What follows belongs to an exercise in optimizing a design on an open flow for small area, a short achievable clock period and few clock cycles; a production flow would make more cautious choices. Only simulation tests tie the RTL to the original design; equivalence was not proved. Power is estimated from default activity; no workload was simulated.

==> cedar <==
## lay_dpu
module lay_dpu (
    input  wire        clk,
    input  wire        rst,           
    input  wire        cmd_valid,
    output wire        cmd_ready,
    input  wire [5:0]  cmd_op,
    input  wire [1:0]  cmd_acc,       
    input  wire [1:0]  cmd_lanes,     
    input  wire [1:0]  cmd_part,      
    input  wire [2:0]  cmd_t,         
    input  wire        cmd_sat,
    input  wire        cmd_rnd,       
    input  wire        cmd_int,       
    input  wire        cmd_trk,       
    input  wire [23:0] cmd_a,
    input  wire [23:0] cmd_b,
    input  wire [23:0] cmd_c,
    input  wire [23:0] cmd_d,
    input  wire [23:0] cmd_e,
    output reg         rsp_valid,
    output reg  [23:0] rsp_data,
    output reg         rsp_annul,
    output reg  [5:0]  rsp_flags,
    output reg  [4:0]  rsp_bx
);
    localparam OP_NOP   = 6'd0,  OP_MOV   = 6'd1,  OP_ADD   = 6'd2,
               OP_SUB   = 6'd3,  OP_CMP   = 6'd4,  OP_NEG   = 6'd5,
               OP_ABS   = 6'd6,  OP_MIN   = 6'd7,  OP_MAX   = 6'd8,
               OP_AND   = 6'd9,  OP_OR    = 6'd10, OP_XOR   = 6'd11,
               OP_NOT   = 6'd12, OP_TST   = 6'd13, OP_SHL   = 6'd14,
               OP_SHR   = 6'd15, OP_SHRL  = 6'd16, OP_CLAMP = 6'd17,
               OP_LERP  = 6'd18, OP_TLU   = 6'd19, OP_SCALE = 6'd20,
  ...
Settings: LEC_CHECK=0, CAP_MARGIN=20, CORE_MARGIN=2, CORE_UTILIZATION=30, PLACE_DENSITY=0.5, SLEW_MARGIN=20; clock period 20.0 ns.
standard.sh (not shown) runs the stock make flow with config.mk's settings and CLKGATE_MAP_FILE= SYNTH_SCRIPT=/design/flow/synth_recipe.tcl, a recipe that flattens the netlist after the stock synthesis.
==> flow/flow/run.sh <==
#!/bin/bash
# Layout flow: the standard flow (standard.sh), with ORFS's timing
# repair asked to leave a setup margin (so that it sizes and buffers the
# paths that set the achieved period) and the ports buffered with buf_4.
export SETUP_SLACK_MARGIN=14.5
export BUFFER_PORTS_ARGS="-buffer_cell sky130_fd_sc_hd__buf_4"
bash standard.sh > standard.log 2>&1
==> willow (differences from cedar) <==
--- a/flow/design.v
+++ b/flow/design.v
@@ -114,12 +114,14 @@
             b0  <= c0;
             x24 <= c0[23];
             c0  <= d0;
             d0  <= e0;
         end
     end
+    reg rst_q;
+    always @(posedge clk) rst_q <= rst;
     wire mul_s1   = (op0 == OP_MPY) | (op0 == OP_MAC) | (op0 == OP_MSU);
     wire lok_s1   = (ln0 == 2'd0) | (ln0 == 2'd1 & ~n0[0]) | (ln0 == 2'd2 & n0 == 2'd0);
     wire rwp_s1   = (op0 == OP_RDP) | (op0 == OP_WRP);
     wire annul_s1 = (op0 > OP_BXCLR) | (mul_s1 & ~lok_s1) | (rwp_s1 & pt0 == 2'd3);
     wire [24:0] mx   = int0 ? {x24, b0} : {b0, 1'b0};
     wire        mneg = msu0;
@@ -150,13 +152,16 @@
     lay_cmp24 u_cab (.a(a0f), .b(~b0f), .cin(1'b1), .co(a_ge_b));
     lay_cmp24 u_cac (.a(a0f), .b(~c0f), .cin(1'b1), .co(a_ge_c));
     lay_cmp24 u_ccb (.a(c0f), .b(~b0f), .cin(1'b1), .co(c_ge_b));
     wire a_lt_b = ~a_ge_b;
     wire c_gt_a = ~a_ge_c;
     wire c_lt_b = ~c_ge_b;
-    wire [23:0] clamp_r = c_gt_a ? (c_lt_b ? c0 : b0) : (a_lt_b ? a0 : b0);
+    wire clamp_c = c_gt_a & c_lt_b;           
+    wire clamp_a = ~c_gt_a & a_lt_b;
+    wire clamp_b = ~clamp_c & ~clamp_a;
+    wire [23:0] clamp_r = clamp_c ? c0 : (clamp_a ? a0 : b0);
     reg [23:0] r_s1;
     reg        v_s1, c_s1, s_s1, wv_s1, wc_s1, zr_s1;
     always @* begin
         r_s1  = a0;
         v_s1  = 1'b0;
         c_s1  = 1'b0;
@@ -193,13 +198,13 @@
             OP_TST:   begin r_s1 = a0 & b0; wv_s1 = 1'b1; zr_s1 = 1'b1; end
             OP_OR:    begin r_s1 = a0 | b0; wv_s1 = 1'b1; end
             OP_XOR:   begin r_s1 = a0 ^ b0; wv_s1 = 1'b1; end
             OP_NOT:   begin r_s1 = ~a0;     wv_s1 = 1'b1; end
             OP_CLAMP: begin
                 r_s1  = clamp_r;
-                c_s1  = (clamp_r != c0);
+                c_s1  = ~(clamp_c | (clamp_b & (b0 == c0)) | (clamp_a & (a0 == c0)));
                 wv_s1 = 1'b1;
                 wc_s1 = 1'b1;
             end
             OP_LERP, OP_TLU: r_s1 = c0;    
             default:  r_s1 = a0;
         endcase
@@ -222,13 +227,13 @@
     reg [4:0]  shamt;
     reg        sh_neg, cnz1;
     reg [23:0] r1;                    
     reg [56:0] ms1, mc1;
     reg [55:0] acc_t;                 
     always @(posedge clk) begin
-        if (rst) v1 <= 1'b0;
+        if (rst_q) v1 <= 1'b0;
         else     v1 <= v0 & ~((lt0 | hz0) & ~rdy_q);
         last1   <= rdy_q;
         first1  <= (k0 == 2'd0);
         ts1     <= 4'b0001 << tg_s1;
         pt1     <= pt0;
         shamt   <= shamt_s1;
@@ -365,13 +370,13 @@
     always @(posedge clk)
         acc_t <= byp_w ? acc_w : (byp_c ? 56'd0 : acc_s1);
     reg        v2, annul2, rz2, rdf2, rdbx2, wzn2, scla2, zsc2, nsc2;
     reg        wv2, vv2, wc2, cv2, ss2, trk2, bxclr2, wrf2;
     reg [23:0] zv2;
     always @(posedge clk) begin
-        if (rst) begin
+        if (rst_q) begin
             acc0   <= 56'd0;
             acc1   <= 56'd0;
             acc2   <= 56'd0;
             acc3   <= 56'd0;
             bv     <= 1'b0;
             v2     <= 1'b0;
@@ -443,13 +448,13 @@
             f_n[FBV] = 1'b0;
             bx_n = 5'd23;
         end
         if (wrf2) f_n = zv2[5:0];
     end
     always @(posedge clk) begin
-        if (rst) begin
+        if (rst_q) begin
             f_q       <= 6'd0;
             bx_q      <= 5'd23;
             rsp_valid <= 1'b0;
         end else begin
             rsp_valid <= v2;
             if (v2) begin
==> flow/flow/run.sh (replaced) <==
#!/bin/bash
# Layout flow: the standard flow (standard.sh), with ORFS's timing
# repair asked to leave a setup margin (so that it sizes and buffers the
# paths that set the achieved period) and the ports buffered with buf_4.
export SETUP_SLACK_MARGIN=15.0
export BUFFER_PORTS_ARGS="-buffer_cell sky130_fd_sc_hd__buf_4"
bash standard.sh > standard.log 2>&1
==> nickel (differences from cedar) <==
--- a/flow/design.v
+++ b/flow/design.v
@@ -42,25 +42,24 @@
     reg [1:0]  n0, ln0, pt0;
     reg [2:0]  t0;
     reg        sat0, rnd0, int0, trk0;
     reg [23:0] a0, b0, c0, d0, e0;
     reg        x24;                   
     reg        lt0, lerp0;            
-    reg        hz0, hz2_0;            
+    reg        hz0;                   
     reg        as_sub0, negabs0;      
     reg        msu0;
     reg        nrdy_o;
     assign cmd_ready = ~nrdy_o;
     wire in_mul   = (cmd_op == OP_MPY) | (cmd_op == OP_MAC) | (cmd_op == OP_MSU);
     wire in_multi = in_mul & ((cmd_lanes == 2'd1 & ~cmd_acc[0]) |
                               (cmd_lanes == 2'd2 & cmd_acc == 2'd0));
     wire in_lt    = (cmd_op == OP_LERP) | (cmd_op == OP_TLU);
     wire in_sc    = (cmd_op == OP_SCALE) | (cmd_op == OP_SCALEA);
-    wire bx_hz2   = v0 & (((op0 == OP_STA) & trk0) | (op0 == OP_BXCLR));
-    wire bx_hz    = bx_hz2 | (v1 & ((c_sta & trk1) | c_bxclr));
-    wire [1:0] klast0 = hz2_0 ? 2'd2 : (hz0 | lt0 | ln0 == 2'd1) ? 2'd1 : 2'd3;
+    wire bx_hz    = v0 & (((op0 == OP_STA) & trk0) | (op0 == OP_BXCLR));
+    wire [1:0] klast0 = (hz0 | lt0 | ln0 == 2'd1) ? 2'd1 : 2'd3;
     always @(posedge clk) begin
         if (rst) begin
             v0    <= 1'b0;
             rdy_q  <= 1'b1;
             nrdy_o <= 1'b0;
             k0     <= 2'd0;
@@ -84,13 +83,12 @@
         pt0  <= cmd_part;
         trk0 <= cmd_trk;
         if (rdy_q) begin
             sat0    <= cmd_sat;
             t0      <= cmd_t;
             hz0     <= in_sc & bx_hz;
-            hz2_0   <= in_sc & bx_hz2;
             rnd0    <= cmd_rnd;
             op0     <= cmd_op;
             n0      <= cmd_acc;
             ln0     <= cmd_lanes;
             int0    <= cmd_int;
             a0      <= cmd_a;
@@ -114,12 +112,14 @@
             b0  <= c0;
             x24 <= c0[23];
             c0  <= d0;
             d0  <= e0;
         end
     end
+    reg rst_q;
+    always @(posedge clk) rst_q <= rst;
     wire mul_s1   = (op0 == OP_MPY) | (op0 == OP_MAC) | (op0 == OP_MSU);
     wire lok_s1   = (ln0 == 2'd0) | (ln0 == 2'd1 & ~n0[0]) | (ln0 == 2'd2 & n0 == 2'd0);
     wire rwp_s1   = (op0 == OP_RDP) | (op0 == OP_WRP);
     wire annul_s1 = (op0 > OP_BXCLR) | (mul_s1 & ~lok_s1) | (rwp_s1 & pt0 == 2'd3);
     wire [24:0] mx   = int0 ? {x24, b0} : {b0, 1'b0};
     wire        mneg = msu0;
@@ -150,13 +150,16 @@
     lay_cmp24 u_cab (.a(a0f), .b(~b0f), .cin(1'b1), .co(a_ge_b));
     lay_cmp24 u_cac (.a(a0f), .b(~c0f), .cin(1'b1), .co(a_ge_c));
     lay_cmp24 u_ccb (.a(c0f), .b(~b0f), .cin(1'b1), .co(c_ge_b));
     wire a_lt_b = ~a_ge_b;
     wire c_gt_a = ~a_ge_c;
     wire c_lt_b = ~c_ge_b;
-    wire [23:0] clamp_r = c_gt_a ? (c_lt_b ? c0 : b0) : (a_lt_b ? a0 : b0);
+    wire clamp_c = c_gt_a & c_lt_b;           
+    wire clamp_a = ~c_gt_a & a_lt_b;
+    wire clamp_b = ~clamp_c & ~clamp_a;
+    wire [23:0] clamp_r = clamp_c ? c0 : (clamp_a ? a0 : b0);
     reg [23:0] r_s1;
     reg        v_s1, c_s1, s_s1, wv_s1, wc_s1, zr_s1;
     always @* begin
         r_s1  = a0;
         v_s1  = 1'b0;
         c_s1  = 1'b0;
@@ -193,22 +196,23 @@
             OP_TST:   begin r_s1 = a0 & b0; wv_s1 = 1'b1; zr_s1 = 1'b1; end
             OP_OR:    begin r_s1 = a0 | b0; wv_s1 = 1'b1; end
             OP_XOR:   begin r_s1 = a0 ^ b0; wv_s1 = 1'b1; end
             OP_NOT:   begin r_s1 = ~a0;     wv_s1 = 1'b1; end
             OP_CLAMP: begin
                 r_s1  = clamp_r;
-                c_s1  = (clamp_r != c0);
+                c_s1  = ~(clamp_c | (clamp_b & (b0 == c0)) | (clamp_a & (a0 == c0)));
                 wv_s1 = 1'b1;
                 wc_s1 = 1'b1;
             end
             OP_LERP, OP_TLU: r_s1 = c0;    
             default:  r_s1 = a0;
         endcase
     end
+    wire [4:0] bx_fwd;                 
     wire [4:0] cnt_s1 = (b0[4:0] > 5'd24) ? 5'd24 : b0[4:0];
-    wire [5:0] sh_s1  = {1'b0, bx_q} - {3'b000, t0};      
+    wire [5:0] sh_s1  = {1'b0, bx_fwd} - {3'b000, t0};    
     wire [4:0] shamt_s1 = (op0 == OP_SHL) ? cnt_s1 :
                           (op0 == OP_SHR | op0 == OP_SHRL) ? 5'd24 - cnt_s1 :
                           ~sh_s1[5] ? sh_s1[4:0] :
                           (op0 == OP_SCALE) ? sh_s1[4:0] + 5'd24 : sh_s1[4:0] + 5'd8;
     wire [1:0] tg_s1  = n0 + (hz0 ? 2'd0 : k0);
     wire ok = ~annul_s1;
@@ -222,13 +226,13 @@
     reg [4:0]  shamt;
     reg        sh_neg, cnz1;
     reg [23:0] r1;                    
     reg [56:0] ms1, mc1;
     reg [55:0] acc_t;                 
     always @(posedge clk) begin
-        if (rst) v1 <= 1'b0;
+        if (rst_q) v1 <= 1'b0;
         else     v1 <= v0 & ~((lt0 | hz0) & ~rdy_q);
         last1   <= rdy_q;
         first1  <= (k0 == 2'd0);
         ts1     <= 4'b0001 << tg_s1;
         pt1     <= pt0;
         shamt   <= shamt_s1;
@@ -365,13 +369,13 @@
     always @(posedge clk)
         acc_t <= byp_w ? acc_w : (byp_c ? 56'd0 : acc_s1);
     reg        v2, annul2, rz2, rdf2, rdbx2, wzn2, scla2, zsc2, nsc2;
     reg        wv2, vv2, wc2, cv2, ss2, trk2, bxclr2, wrf2;
     reg [23:0] zv2;
     always @(posedge clk) begin
-        if (rst) begin
+        if (rst_q) begin
             acc0   <= 56'd0;
             acc1   <= 56'd0;
             acc2   <= 56'd0;
             acc3   <= 56'd0;
             bv     <= 1'b0;
             v2     <= 1'b0;
@@ -418,12 +422,13 @@
     wire        rsb_z1 = ~|rsb_d2[3:2];
     wire [1:0]  rsb_d1 = rsb_z1 ? rsb_d2[1:0] : rsb_d2[3:2];
     wire        rsb_z0 = ~rsb_d1[1];
     wire [4:0]  rsb    = {rsb_z4, rsb_z3, rsb_z2, rsb_z1, rsb_z0};
     reg  [5:0] f_n;
     reg  [4:0] bx_n;
+    assign bx_fwd = v2 ? bx_n : bx_q;
     always @* begin
         f_n  = f_q;
         bx_n = bx_q;
         if (wzn2) begin
             f_n[FZ] = (zv2 == 24'd0);
             f_n[FN] = zv2[23];
@@ -443,13 +448,13 @@
             f_n[FBV] = 1'b0;
             bx_n = 5'd23;
         end
         if (wrf2) f_n = zv2[5:0];
     end
     always @(posedge clk) begin
-        if (rst) begin
+        if (rst_q) begin
             f_q       <= 6'd0;
             bx_q      <= 5'd23;
             rsp_valid <= 1'b0;
         end else begin
             rsp_valid <= v2;
             if (v2) begin
==> flow/flow/run.sh (replaced) <==
#!/bin/bash
# Layout flow: the standard flow (standard.sh), with ORFS's timing
# repair asked to leave a setup margin (so that it sizes and buffers the
# paths that set the achieved period) and the ports buffered with buf_4.
export SETUP_SLACK_MARGIN=14.95
export BUFFER_PORTS_ARGS="-buffer_cell sky130_fd_sc_hd__buf_4"
bash standard.sh > standard.log 2>&1
Settings changed: ABC_AREA set to 1, CTS_CLUSTER_DIAMETER set to 120, CTS_CLUSTER_SIZE set to 22.
==> run summary <==
Register-to-register slack: nickel is better than cedar (410 ps). Synthesized area: nickel < willow < cedar. Routed wire length, lowest first: willow, cedar, nickel. Against nickel, the non-clock buffer count of cedar is lower by 67. Global-route usage, highest first: nickel, cedar, willow. Final area: willow > cedar > nickel. Of willow and nickel, nickel has the higher setup slack (gap 150 ps). nickel went through all stages and came out clean. cedar finished clean. willow completed, yet does not pass: capacitance limit. In willow the sequential share of layout area is lower than in cedar, by 0.99 points.
==> figures <==
Delay of the slowest critical-path stage: cedar 880 ps; nickel 410 ps; willow 700 ps
Switching share of power: cedar 52.2%; nickel 55.3%; willow 51.8%
Hold Path Origin: cedar annul2; nickel annul2; willow c_rdbx
Total combinational power: cedar 0.00612 W; nickel 0.00694 W; willow 0.00690 W
Synthesized netlist net count: cedar 7755; nickel 9115; willow 7548
Total number of vias: cedar 58.6k; nickel 62.6k; willow 58.0k
Total global routing track utilization: cedar 28.8%; nickel 28.9%; willow 28.0%
Cell internal pwr: cedar 0.00448 W; nickel 0.00430 W; willow 0.00492 W
Crit path kind: cedar in -> reg; nickel reg -> out; willow reg -> reg
R2r setup slk: cedar 14520 ps; nickel 14930 ps; willow 14610 ps
Result of the run: cedar finished clean; nickel finished clean; willow finished with violations
Reasons for failing layout checks: cedar -; nickel -; willow capacitance limit
Proportion of synthesized chip area in sequential cells: cedar 25.3%; nickel 25.7%; willow 25.5%
Layout-stage area growth over the synthesis result: cedar 13.8%; nickel 15.0%; willow 20.4%
Depth of the most critical reg-to-reg path: cedar 13; nickel 12; willow 20
Area inside the core boundary: cedar 200000 um2; nickel 197000 um2; willow 200000 um2
Initial Utilization: cedar 30.3%; nickel 30.2%; willow 30.2%
Most common cell after layout, fill and taps aside: cedar sky130_fd_sc_hd__nand2_1; nickel sky130_fd_sc_hd__nand2_1; willow sky130_fd_sc_hd__inv_1
Testbench counts of cedar, summed over its fixed seeds: cycles 11,502.
Testbench counts of willow, summed over its fixed seeds: cycles 11,502.
Testbench counts of nickel, summed over its fixed seeds: cycles 11,472.

[afterwards: timing with drivers on the ports]
In the flow no input, the clock included, has a driving cell. The finished layouts below were timed again as built, in two steps.
Step 1: set_driving_cell puts a clkbuf_16 on clk and a buf_2 on each other input, an assumption about the parent block.
Step 2 moves the port delays by t, midway between the first and last clock arrival at a register: inputs arrive t later, outputs are due t later. That takes back most of the time a late clock gives input paths.
Slacks: ideal / step 1 / step 2; pairs: ideal / step 1.
| run | shift t [ns] | setup WS [ns] | hold slack, ns | latest minus earliest clock arrival (ns) |
|---|---|---|---|---|
| cedar | 0.797 | 14.485 / 14.487 / 13.690 | 0.327 / 0.327 / 0.327 | 0.081 / 0.080 |
| willow | 0.816 | 14.608 / 14.608 / 14.608 | 0.327 / 0.327 / 0.327 | 0.052 / 0.052 |
| nickel | 0.758 | 14.758 / 14.674 / 14.622 | 0.334 / 0.334 / 0.334 | 0.079 / 0.078 |
For cedar, which loses most, drivers alone change the setup slack by +0.002 ns; drivers and shift together by -0.795 ns.
